This is an optimization exercise on Yosys and OpenROAD, whose aim is small area, a short achievable clock period and few clock cycles per item, not a production implementation. At most, simulation tests tie the RTL to the original design; equivalence was not proved.

Setup of ember:
Design skive_enc, start of the top module:
module skive_enc (
    input  wire        clk,
    input  wire        rst,           
    input  wire        in_valid,
    output reg         in_ready,
    input  wire [31:0] in_data,       
    input  wire [1:0]  in_fmt,        
    input  wire        in_last,       
    output reg         out_valid,
    input  wire        out_ready,
    output reg  [7:0]  out_mant,      
    output reg  [15:0] out_hdr,       
    output reg         out_last,      
    output reg         out_err        
);
Size: ~3800 cells after synthesis, roughly 67 I/O pins, ~0.047 mm^2 of cells after synthesis.
==> flow/config.mk <==
export PLATFORM = sky130hd
export DESIGN_NAME = skive_enc
export DESIGN_NICKNAME = skive_enc
export VERILOG_FILES = /design/flow/design.v
export SDC_FILE = /design/flow/constraint.sdc
export NUM_CORES = 4
export LEC_CHECK = 0
export ABC_AREA = 1
export CAP_MARGIN = 20
export CORE_MARGIN = 2
export CORE_UTILIZATION = 70
export CTS_BUF_LIST = sky130_fd_sc_hd__clkbuf_8
export CTS_CLUSTER_DIAMETER = 50
export CTS_CLUSTER_SIZE = 16
export PLACE_DENSITY = 0.8
export SLEW_MARGIN = 20
==> flow/constraint.sdc <==
create_clock -name core_clock -period 110.0 [get_ports {clk}]
set_input_delay 22.0000 -clock core_clock [delete_from_list [all_inputs] [get_ports {clk}]]
set_output_delay 22.0000 -clock core_clock [all_outputs]
set_load 0.01 [all_outputs]
standard.sh (not shown) runs the stock make flow with config.mk's settings and CLKGATE_MAP_FILE= SYNTH_SCRIPT=/design/flow/synth_recipe.tcl, a recipe that flattens the netlist after the stock synthesis.
==> flow/flow/run.sh <==
#!/bin/bash
# The standard layout, with the port buffers made of sky130_fd_sc_hd__buf_2
# instead of the delay buffers buffer_ports picks by default, and clock tree
# synthesis without dummy loads. The full output of the flow goes to
# standard.log in the work folder; ORFS's own per-step logs are under
# orfs/logs/.
set -euo pipefail
bash standard.sh 'BUFFER_PORTS_ARGS=-buffer_cell sky130_fd_sc_hd__buf_2' \
  'CTS_ARGS=-sink_clustering_enable -repair_clock_nets -sink_clustering_size 16 -sink_clustering_max_diameter 50 -buf_list sky130_fd_sc_hd__clkbuf_8 -dont_use_dummy_load' \
  finish > standard.log 2>&1
Testbench counts of ember, summed over its fixed seeds: cycles 170,928, items 3,200.
--- input diff ember..violet ---
# ember
export LEC_CHECK = 0
export ABC_AREA = 1
export CAP_MARGIN = 20
export CORE_MARGIN = 2
export CORE_UTILIZATION = 70
export CTS_BUF_LIST = sky130_fd_sc_hd__clkbuf_8
export CTS_CLUSTER_DIAMETER = 50
export CTS_CLUSTER_SIZE = 16
export PLACE_DENSITY = 0.8
export SLEW_MARGIN = 20
create_clock -name core_clock -period 110.0 [get_ports {clk}]
# violet
export LEC_CHECK = 0
export ABC_AREA = 1
export CAP_MARGIN = 20
export CORE_MARGIN = 2
export CORE_UTILIZATION = 55
export CTS_BUF_LIST = sky130_fd_sc_hd__clkbuf_8
export CTS_CLUSTER_DIAMETER = 50
export CTS_CLUSTER_SIZE = 16
export SLEW_MARGIN = 20
create_clock -name core_clock -period 110.0 [get_ports {clk}]
==> run summary <==
- Relative to ember, vertical extent of the die has increased by 13% in violet.
- Compared to ember, violet leaves more free space in the core.
- Summary — minimum setup slack in the final design, violet relative to ember: higher, by 0.028 ns.
- [violet] flip-flop and latch share of the layout cell area fell 0.52 points relative to ember
- Cell area | violet vs ember | violet larger
- Of violet and ember, it is violet that has the lower routed wire length.
- Cell count for violet is higher than for ember.
What tundra does differently from violet at the input level:
# violet
export LEC_CHECK = 0
export ABC_AREA = 1
export CAP_MARGIN = 20
export CORE_MARGIN = 2
export CORE_UTILIZATION = 55
export CTS_BUF_LIST = sky130_fd_sc_hd__clkbuf_8
export CTS_CLUSTER_DIAMETER = 50
export CTS_CLUSTER_SIZE = 16
export SLEW_MARGIN = 20
create_clock -name core_clock -period 110.0 [get_ports {clk}]
# tundra
export LEC_CHECK = 0
export ABC_AREA = 1
export CAP_MARGIN = 20
export CORE_MARGIN = 2
export CORE_UTILIZATION = 55
export CTS_BUF_LIST = sky130_fd_sc_hd__clkbuf_8
export CTS_CLUSTER_DIAMETER = 40
export CTS_CLUSTER_SIZE = 20
export SLEW_MARGIN = 20
create_clock -name core_clock -period 110.0 [get_ports {clk}]
diff --git a/flow/flow/run.sh b/flow/flow/run.sh
--- a/flow/flow/run.sh
+++ b/flow/flow/run.sh
@@ -8,3 +8,3 @@
 bash standard.sh 'BUFFER_PORTS_ARGS=-buffer_cell sky130_fd_sc_hd__buf_2' \
-  'CTS_ARGS=-sink_clustering_enable -repair_clock_nets -sink_clustering_size 16 -sink_clustering_max_diameter 50 -buf_list sky130_fd_sc_hd__clkbuf_8 -dont_use_dummy_load' \
+  'CTS_ARGS=-sink_clustering_enable -repair_clock_nets -sink_clustering_size 20 -sink_clustering_max_diameter 40 -buf_list sky130_fd_sc_hd__clkbuf_8 -dont_use_dummy_load' \
   finish > standard.log 2>&1
### Flow results
- Relative to violet, diode insertion count for antenna repair increased by 5 in tundra.
- Post-layout minimum cycle time is lower on tundra
- Maximum frequency: tundra vs violet — no meaningful difference
- The synthesized cell count of violet and that of tundra are within noise of each other.
Changes in nickel relative to tundra:
# tundra
export LEC_CHECK = 0
export ABC_AREA = 1
export CAP_MARGIN = 20
export CORE_MARGIN = 2
export CORE_UTILIZATION = 55
export CTS_BUF_LIST = sky130_fd_sc_hd__clkbuf_8
export CTS_CLUSTER_DIAMETER = 40
export CTS_CLUSTER_SIZE = 20
export SLEW_MARGIN = 20
create_clock -name core_clock -period 110.0 [get_ports {clk}]
# nickel
export LEC_CHECK = 0
export ABC_AREA = 1
export CAP_MARGIN = 20
export CORE_MARGIN = 2
export CORE_UTILIZATION = 40
export CTS_BUF_LIST = sky130_fd_sc_hd__clkbuf_8
export CTS_CLUSTER_DIAMETER = 50
export CTS_CLUSTER_SIZE = 16
export SLEW_MARGIN = 20
create_clock -name core_clock -period 110.0 [get_ports {clk}]
diff --git a/flow/flow/run.sh b/flow/flow/run.sh
--- a/flow/flow/run.sh
+++ b/flow/flow/run.sh
@@ -8,3 +8,3 @@
 bash standard.sh 'BUFFER_PORTS_ARGS=-buffer_cell sky130_fd_sc_hd__buf_2' \
-  'CTS_ARGS=-sink_clustering_enable -repair_clock_nets -sink_clustering_size 20 -sink_clustering_max_diameter 40 -buf_list sky130_fd_sc_hd__clkbuf_8 -dont_use_dummy_load' \
+  'CTS_ARGS=-sink_clustering_enable -repair_clock_nets -sink_clustering_size 16 -sink_clustering_max_diameter 50 -buf_list sky130_fd_sc_hd__clkbuf_8 -dont_use_dummy_load' \
   finish > standard.log 2>&1
==> run summary <==
Worst path setup slack after routing came out lower on nickel than on tundra.
Area of combinational cells with multiple inputs across tundra and nickel: no real change.
Between nickel and tundra, the share of the clock period used by the worst path after layout does not differ in any meaningful way.

========
skive_enc, a different RTL version from the one above (not shown whole).
Size: about 3900 cells after synthesis, ~1700 flip-flops, roughly 67 I/O pins, ~47000 um^2 of cells after synthesis.
Settings: LEC_CHECK=0, ABC_AREA=1, CAP_MARGIN=20, CORE_MARGIN=2, CORE_UTILIZATION=55, CTS_BUF_LIST=sky130_fd_sc_hd__clkbuf_8, CTS_CLUSTER_DIAMETER=50, CTS_CLUSTER_SIZE=16, GPL_ROUTABILITY_DRIVEN=0, GPL_TIMING_DRIVEN=0, SLEW_MARGIN=20; clock period 110.0 ns.
==> flow/flow/run.sh <==
#!/bin/bash
# The standard layout, with the port buffers made of sky130_fd_sc_hd__buf_2
# instead of the delay buffers buffer_ports picks by default, and clock tree
# synthesis without dummy loads. The full output of the flow goes to
# standard.log in the work folder; ORFS's own per-step logs are under
# orfs/logs/.
set -euo pipefail
bash standard.sh 'BUFFER_PORTS_ARGS=-buffer_cell sky130_fd_sc_hd__buf_2' \
  'CTS_ARGS=-sink_clustering_enable -repair_clock_nets -sink_clustering_size 16 -sink_clustering_max_diameter 50 -buf_list sky130_fd_sc_hd__clkbuf_8 -dont_use_dummy_load' \
  finish > standard.log 2>&1
Testbench counts at the start, summed over its fixed seeds: cycles 170,928, items 3,200.
Then changed:
--- a/flow/flow/run.sh
+++ b/flow/flow/run.sh
@@ -8,3 +8,3 @@
 bash standard.sh 'BUFFER_PORTS_ARGS=-buffer_cell sky130_fd_sc_hd__buf_2' \
-  'CTS_ARGS=-sink_clustering_enable -repair_clock_nets -sink_clustering_size 16 -sink_clustering_max_diameter 50 -buf_list sky130_fd_sc_hd__clkbuf_8 -dont_use_dummy_load' \
+  'CTS_ARGS=-sink_clustering_enable -repair_clock_nets -sink_clustering_size 12 -sink_clustering_max_diameter 40 -buf_list "sky130_fd_sc_hd__clkbuf_4 sky130_fd_sc_hd__clkbuf_8" -dont_use_dummy_load' \
   finish > standard.log 2>&1
CTS_BUF_LIST = sky130_fd_sc_hd__clkbuf_4 sky130_fd_sc_hd__clkbuf_8   (was sky130_fd_sc_hd__clkbuf_8)
CTS_CLUSTER_DIAMETER = 40   (was 50)
CTS_CLUSTER_SIZE = 12   (was 16)
GPL_ROUTABILITY_DRIVEN = not set   (was 0)
GPL_TIMING_DRIVEN = not set   (was 0)
With this change the flow never finished: it broke off in 4_1_cts with STA-0564.
Area after synthesis is unchanged.
Synthesized cell count stays the same.

========
## run A
skive_enc again, from the RTL that the note above started with.
==> flow/config.mk <==
export PLATFORM = sky130hd
export DESIGN_NAME = skive_enc
export DESIGN_NICKNAME = skive_enc
export VERILOG_FILES = /design/flow/design.v
export SDC_FILE = /design/flow/constraint.sdc
export NUM_CORES = 4
export LEC_CHECK = 0
export ABC_AREA = 1
export CAP_MARGIN = 20
export CORE_MARGIN = 2
export CORE_UTILIZATION = 55
export CTS_BUF_LIST = sky130_fd_sc_hd__clkbuf_4 sky130_fd_sc_hd__clkbuf_8
export CTS_CLUSTER_DIAMETER = 40
export CTS_CLUSTER_SIZE = 12
export SLEW_MARGIN = 20
==> flow/constraint.sdc <==
create_clock -name core_clock -period 110.0 [get_ports {clk}]
set_input_delay 22.0000 -clock core_clock [delete_from_list [all_inputs] [get_ports {clk}]]
set_output_delay 22.0000 -clock core_clock [all_outputs]
set_load 0.01 [all_outputs]
==> flow/flow/run.sh <==
#!/bin/bash
# The standard layout, with the port buffers made of sky130_fd_sc_hd__buf_2
# instead of the delay buffers buffer_ports picks by default, and clock tree
# synthesis without dummy loads. The full output of the flow goes to
# standard.log in the work folder; ORFS's own per-step logs are under
# orfs/logs/.
set -euo pipefail
bash standard.sh 'BUFFER_PORTS_ARGS=-buffer_cell sky130_fd_sc_hd__buf_2' \
  'CTS_ARGS=-sink_clustering_enable -repair_clock_nets -sink_clustering_size 12 -sink_clustering_max_diameter 40 -buf_list {sky130_fd_sc_hd__clkbuf_4 sky130_fd_sc_hd__clkbuf_8} -dont_use_dummy_load' \
  finish > standard.log 2>&1
Testbench counts of run A, summed over its fixed seeds: cycles 170,928, items 3,200.
diff inputs: run A => run B
Settings: CTS_BUF_LIST changed from sky130_fd_sc_hd__clkbuf_4 sky130_fd_sc_hd__clkbuf_8 to sky130_fd_sc_hd__clkbuf_8; CTS_CLUSTER_DIAMETER changed from 40 to 50; CTS_CLUSTER_SIZE changed from 12 to 16.
--- a/flow/flow/run.sh
+++ b/flow/flow/run.sh
@@ -9 +9 @@
-  'CTS_ARGS=-sink_clustering_enable -repair_clock_nets -sink_clustering_size 12 -sink_clustering_max_diameter 40 -buf_list {sky130_fd_sc_hd__clkbuf_4 sky130_fd_sc_hd__clkbuf_8} -dont_use_dummy_load' \
+  'CTS_ARGS=-sink_clustering_enable -repair_clock_nets -sink_clustering_size 16 -sink_clustering_max_diameter 50 -buf_list sky130_fd_sc_hd__clkbuf_8 -dont_use_dummy_load' \
[summary]
Run A | status: complete | timing, DRC, antenna: pass
Run B has completed all stages; timing, DRC and antenna checks passed.
Summary of run B over run A: cell area shrank by 1.0%.
Run B ended up with out_hdr[13] as its endpoint of the worst setup timing path; run A ended up with out_hdr[1].
Relative to run B, the following input files were edited for run C:
Settings: changing SLEW_MARGIN from 20 to 0; changing CAP_MARGIN from 20 to 0.
==> comparison <==
Comparing run B against run C, there is no change at all in met1 global-route usage.
From run C to run B, critical path depth did not move at all.
Run C and run B ended up with roughly the same hold slack.
The run with more setup slack is run B; run C has less.
Compared with run B, run C shows time the worst path needs with I/O delays and setup higher by 0.0051 ns.
On clock tree cell share of total cell area, run C tracks run B almost exactly.
Final routed wire length divided by cell count delta (run C -> run B): insignificant
From run C to run B, pre-CTS worst setup slack did not move at all.

========
skive_enc, a different RTL version from the one above (not shown whole).
For scale: about 4200 cells after synthesis, about 67 I/O pins, roughly 51000 sq um of cells after synthesis.
Settings: LEC_CHECK=0, ABC_AREA=1, CAP_MARGIN=20, CORE_MARGIN=2, CORE_UTILIZATION=65, CTS_BUF_LIST=sky130_fd_sc_hd__clkbuf_8, CTS_CLUSTER_DIAMETER=50, CTS_CLUSTER_SIZE=16, PLACE_DENSITY=0.75, SLEW_MARGIN=20; clock period 110.0 ns.
run.sh (not shown) runs the stock make flow with config.mk's settings and CLKGATE_MAP_FILE= SYNTH_SCRIPT=/design/flow/synth_recipe.tcl, a recipe that flattens the netlist after the stock synthesis.
Stock flow here: none of the scripts above is used.
Next try:
--- a/flow/config.mk
+++ b/flow/config.mk
@@ -9,8 +9,7 @@
 export CAP_MARGIN = 20
 export CORE_MARGIN = 2
-export CORE_UTILIZATION = 65
+export CORE_UTILIZATION = 40
 export CTS_BUF_LIST = sky130_fd_sc_hd__clkbuf_8
 export CTS_CLUSTER_DIAMETER = 50
 export CTS_CLUSTER_SIZE = 16
-export PLACE_DENSITY = 0.75
 export SLEW_MARGIN = 20
Routed wire length came out lower slightly.
Critical path depth stays the same.
Count of clock-buffer cells in the layout came out higher by 7.
Non-clock buffer count came out higher by 2.
Global-route usage came out lower by 8.2 points.
Fmax is about the same.
No functional check of the RTL was part of any run of this note.

========
== P ==
skive_enc, a different RTL version from the one above (not shown whole).
Size: about 4100 cells after synthesis, ~51000 µm² of cells after synthesis.
clock: 110.0 ns
lec_check: 0
abc_area: 1
cap_margin: 20
core_margin: 2
core_utilization: 40
cts_buf_list: sky130_fd_sc_hd__clkbuf_8
cts_cluster_diameter: 50
cts_cluster_size: 16
slew_margin: 20
standard.sh (not shown) runs the stock make flow with config.mk's settings and CLKGATE_MAP_FILE= SYNTH_SCRIPT=/design/flow/synth_recipe.tcl, a recipe that flattens the netlist after the stock synthesis.
==> flow/flow/run.sh <==
#!/bin/bash
# The standard layout, with the port buffers made of sky130_fd_sc_hd__buf_2
# instead of the delay buffers buffer_ports picks by default. The full output
# of the flow goes to standard.log in the work folder; ORFS's own per-step logs
# are under orfs/logs/.
set -euo pipefail
bash standard.sh 'BUFFER_PORTS_ARGS=-buffer_cell sky130_fd_sc_hd__buf_2' finish > standard.log 2>&1
Testbench counts of P, summed over its fixed seeds: cycles 170,928, items 3,200.
## Diff of input files: R against P
==> flow/run.sh (new file) <==
#!/bin/bash
# synth_recipe.tcl (not shown) runs the flow's synth.tcl, then flattens the netlist and writes it again
# the make line also repeats each setting of config.mk as NAME=value (left out here)
make -C /OpenROAD-flow-scripts/flow DESIGN_CONFIG=/design/flow/config.mk WORK_HOME=/design/flow/orfs CLKGATE_MAP_FILE= SYNTH_SCRIPT=/design/flow/synth_recipe.tcl finish
removed: flow/flow/run.sh
removed: flow/standard.sh
Results
Synthesized area: R vs P, no meaningful difference
From R to P, total negative slack did not move at all.
Looking at met2 layer wire length in the routed design across R and P, the one that comes out higher is P.
[compare] base=P new=R: setup slack went down by 0.37 ns.
Compared with P, in R cell area after layout increased by about 0.7% relative to the old numbers; post-route minimum period grew by 0.37 ns.

-- afterwards: timing with drivers on the ports --
The flow's constraints put no driver on any port. The routed layouts listed below were extracted and timed again, unchanged, in two steps. Step 1, drivers: a clkbuf_16 drives clk and a buf_2 each remaining input, both assumed. Step 2 moves the port delays by t, midway between the first and last clock arrival at a register: inputs arrive t later, outputs are due t later. That takes back most of the time a late clock gives input paths. a / b / c = ideal / step 1 / step 2; a / b = the first two.
run	shift t [ns]	slack for setup (ns)	clock arrival spread, ns
ember	0.806	86.654 / 86.592 / 86.074	0.124 / 0.124
violet	0.817	86.682 / 86.622 / 86.008	0.128 / 0.128
tundra	0.827	86.696 / 86.628 / 86.023	0.107 / 0.107
nickel	0.835	86.683 / 86.618 / 86.067	0.111 / 0.111
the first run of note 2	0.839	86.673 / 86.608 / 86.063	0.119 / 0.119
run A	0.838	86.706 / 86.645 / 86.023	0.096 / 0.096
run B	0.832	86.694 / 86.630 / 86.035	0.121 / 0.121
run C	0.835	86.689 / 86.624 / 86.017	0.122 / 0.122
the first run of note 4	0.837	85.552 / 85.588 / 84.752	0.049 / 0.049
the second run of note 4	0.920	85.552 / 85.594 / 84.674	0.048 / 0.048
P	0.891	86.620 / 86.553 / 85.829	0.058 / 0.058
R	0.893	86.253 / 86.187 / 85.512	0.044 / 0.045
After both steps setup and hold are still met in every run listed. For the second run of note 4, which loses most, drivers alone change the setup slack by +0.042 ns; drivers and shift together by -0.878 ns.
